From an optimization exercise on the open Yosys and OpenROAD flow, aimed at small area and a short achievable clock period; shortcuts taken in it are not production practice.
Only simulation tests tie the RTL to the original design; equivalence was not proved.
Power is estimated from default activity; no workload was simulated.

## windlass_mac
module windlass_mac (
    input  wire        clk,
    input  wire        rst,
    input  wire        in_valid,
    input  wire        in_last,
    input  wire [31:0] in_a,
    input  wire [31:0] in_s,
    output reg         out_valid,
    output reg  [63:0] out_c
);
    wire [32:0] se = {in_s, 1'b0};
    wire        tv = in_valid & ~rst;
    reg  [31:0] a_r;
    reg  [15:0] x1_r, x2_r, ng_r;
    reg  [31:0] an_r;
    reg  [15:0] x1n_r, x2n_r, ngn_r;
    reg         l0;
    integer j;
    always @(posedge clk) begin
        a_r <= in_a;
        an_r <= ~in_a;
        l0  <= tv & in_last;
        for (j = 0; j < 16; j = j + 1) begin
            x1_r[j] <= tv & (se[2*j+1] ^ se[2*j]);
            x2_r[j] <= tv & ((se[2*j+2] & ~se[2*j+1] & ~se[2*j]) | (~se[2*j+2] & se[2*j+1] & se[2*j]));
            ng_r[j] <= tv & se[2*j+2];
            x1n_r[j] <= ~(tv & (se[2*j+1] ^ se[2*j]));
            x2n_r[j] <= ~(tv & ((se[2*j+2] & ~se[2*j+1] & ~se[2*j]) | (~se[2*j+2] & se[2*j+1] & se[2*j])));
            ngn_r[j] <= ~(tv & se[2*j+2]);
        end
    end
  ...
Size in the first run: ~3200 cells after synthesis, ~390 flip-flops, roughly 130 I/O pins, ~34000 um2 of cells after synthesis.
Settings: LEC_CHECK=0, CAP_MARGIN=20, CORE_MARGIN=2, CORE_UTILIZATION=55, CTS_CLUSTER_SIZE=24, SLEW_MARGIN=20, SYNTH_HIERARCHICAL=1, SYNTH_MINIMUM_KEEP_SIZE=0; clock period 11.0 ns.
standard.sh (not shown) runs the stock make flow with config.mk's settings and CLKGATE_MAP_FILE= SYNTH_SCRIPT=/design/flow/synth_recipe.tcl, a recipe that flattens the netlist after the stock synthesis.
==> flow/flow/run.sh <==
#!/bin/bash
# Layout flow: the standard synthesis, unchanged, then the standard ORFS
# steps (floorplan to finish) with different repair settings:
#   - up to and including CTS, timing repair aims at the setup margin in
#     flow/margin.txt, so that the resizer works the design towards a shorter
#     period than the clock's; after CTS (global route onwards) it aims at the
#     margin in flow/margin_route.txt;
#   - extra make variables from flow/args.txt, one per line (resizer and
#     port-buffer options).
# The clock, the SDC and the design are the standard flow's. Each step's full output is
# in orfs/logs/ (ORFS's own logs) and in synth.log / cts.log / layout.log here.
set -uo pipefail
MARGIN=$(cat flow/margin.txt)
MARGIN_ROUTE=$(cat flow/margin_route.txt)
mapfile -t EXTRA < flow/args.txt
bash standard.sh synth > synth.log 2>&1 || exit 1
bash standard.sh SETUP_SLACK_MARGIN=$MARGIN TNS_END_PERCENT=100 "${EXTRA[@]}" cts > cts.log 2>&1 || exit 1
bash standard.sh SETUP_SLACK_MARGIN=$MARGIN_ROUTE TNS_END_PERCENT=100 "${EXTRA[@]}" finish > layout.log 2>&1
==> flow/flow/args.txt <==
MATCH_CELL_FOOTPRINT=0
BUFFER_PORTS_ARGS=-buffer_cell sky130_fd_sc_hd__buf_2
==> flow/flow/margin.txt <==
7.6
==> flow/flow/margin_route.txt <==
0
Edit:
--- a/flow/config.mk
+++ b/flow/config.mk
@@ -9,4 +9,3 @@
 export CORE_MARGIN = 2
-export CORE_UTILIZATION = 55
-export CTS_CLUSTER_SIZE = 24
+export CORE_UTILIZATION = 40
 export SLEW_MARGIN = 20
The new run produced a clean layout.
Combinational power goes down by about 1%.
Count of clock-buffer cells in the layout goes down by 1.
Utilization drops by 16 points.
Fmax hardly moves.
Wire length is higher by 3.1%.
Edit:
--- a/flow/config.mk
+++ b/flow/config.mk
@@ -9,3 +9,3 @@
 export CORE_MARGIN = 2
-export CORE_UTILIZATION = 40
+export CORE_UTILIZATION = 55
 export SLEW_MARGIN = 20
Result: Total power went up by about 0.56%; maximum frequency is about the same; sequential power barely changes; global-route usage is higher by 8.0 points; wire length falls by about 3%; utilization climbs by 16 points; die area goes down by about 27%; final area shrinks by 1.6%.
Edit:
--- a/flow/config.mk
+++ b/flow/config.mk
@@ -10,2 +10,3 @@
 export CORE_UTILIZATION = 55
+export CTS_CLUSTER_SIZE = 32
 export SLEW_MARGIN = 20
After rerunning: Worst setup slack is unchanged. Total power does not change. Combinational power barely changes. Hold slack does not change. Via count is unchanged. Sequential cell count is unchanged.

* * *

windlass_mac again, from the RTL that the note above started with.
==> flow/config.mk <==
export PLATFORM = sky130hd
export DESIGN_NAME = windlass_mac
export DESIGN_NICKNAME = windlass_mac
export VERILOG_FILES = /design/flow/design.v
export SDC_FILE = /design/flow/constraint.sdc
export NUM_CORES = 4
export LEC_CHECK = 0
export CAP_MARGIN = 20
export CORE_MARGIN = 2
export CORE_UTILIZATION = 40
export SLEW_MARGIN = 20
export SYNTH_HIERARCHICAL = 1
export SYNTH_MINIMUM_KEEP_SIZE = 0
==> flow/constraint.sdc <==
create_clock -name core_clock -period 11.0 [get_ports {clk}]
set_input_delay 2.2000 -clock core_clock [delete_from_list [all_inputs] [get_ports {clk}]]
set_output_delay 2.2000 -clock core_clock [all_outputs]
set_load 0.01 [all_outputs]
==> flow/flow/margin.txt <==
7.75
Scripts as last shown in full above: flow/flow/run.sh, flow/flow/args.txt, flow/flow/margin_route.txt
The starting point produced a clean layout.
Edit:
==> flow/flow/margin.txt (replaced) <==
7.6
--- a/flow/config.mk
+++ b/flow/config.mk
@@ -10,2 +10,3 @@
 export CORE_UTILIZATION = 40
+export CTS_BUF_LIST = sky130_fd_sc_hd__clkbuf_8
 export SLEW_MARGIN = 20
What happened:
- clock power drops by a little under a tenth
- worst setup slack loses 0.12 ns
- final cell count barely changes
- design area came out lower by a few percent
- wire length came out lower slightly
- count of clock-buffer cells in the layout grows by 35
- combinational power decreases by a little under a tenth
Edit:
--- a/flow/config.mk
+++ b/flow/config.mk
@@ -9,4 +9,4 @@
 export CORE_MARGIN = 2
-export CORE_UTILIZATION = 40
-export CTS_BUF_LIST = sky130_fd_sc_hd__clkbuf_8
+export CORE_UTILIZATION = 55
+export CTS_CLUSTER_SIZE = 28
 export SLEW_MARGIN = 20
The new run finished clean. Cell count fell by 8.9%. Hold slack is worse by 0.033 ns. Global-route usage rose by 7.7 points. Critical path depth does not change. Power is lower by 0.87%. First-iteration DRC count grows by 9.2%. Count of clock-buffer cells in the layout decreases by 30. Routed wire length decreases by 3.2%. Design area went down by 3.2%. Sequential share of layout area is higher by 0.36 points. Setup slack stays flat.

afterwards: timing with drivers on the ports:
No port has a modelled driver above. Below, the same layouts with a new extraction and two added sets of constraints.
Step 1 (the two cells are an assumption about what drives the block):
set clk [get_ports {clk}]
set_driving_cell -lib_cell sky130_fd_sc_hd__clkbuf_16 $clk
set_driving_cell -lib_cell sky130_fd_sc_hd__buf_2 [delete_from_list [all_inputs] $clk]
Step 2 adds t to the input delays and takes it off the output delays; t is the mean of the earliest and latest rising clock arrival at the registers after step 1. Input paths then give back, and output paths get back, about the clock's delay inside the block.
Three values: no drivers, after step 1, after step 2; two values: the first two.
run | shift t [ns] | setup WS [ns] | slew at the worst register clock pin (ns) | cell pins on the clock port's net
the first run of note 1 | 0.633 | 7.512 / 7.512 / 7.336 | 0.07 / 0.07 | 1
the second run of note 1 | 0.629 | 7.507 / 7.507 / 7.363 | 0.07 / 0.07 | 1
the third run of note 1 | 0.633 | 7.512 / 7.512 / 7.336 | 0.07 / 0.07 | 1
the fourth run of note 1 | 0.633 | 7.512 / 7.512 / 7.336 | 0.07 / 0.07 | 1
the first run of note 2 | 0.646 | 7.635 / 7.635 / 7.336 | 0.08 / 0.08 | 1
the second run of note 2 | 0.712 | 7.513 / 7.513 / 7.358 | 0.07 / 0.07 | 1
the third run of note 2 | 0.633 | 7.512 / 7.512 / 7.336 | 0.07 / 0.07 | 1
After both steps every run listed still meets setup and hold. For the first run of note 2, which loses most, drivers alone change the setup slack by 0.000 ns; drivers and shift together by -0.299 ns.
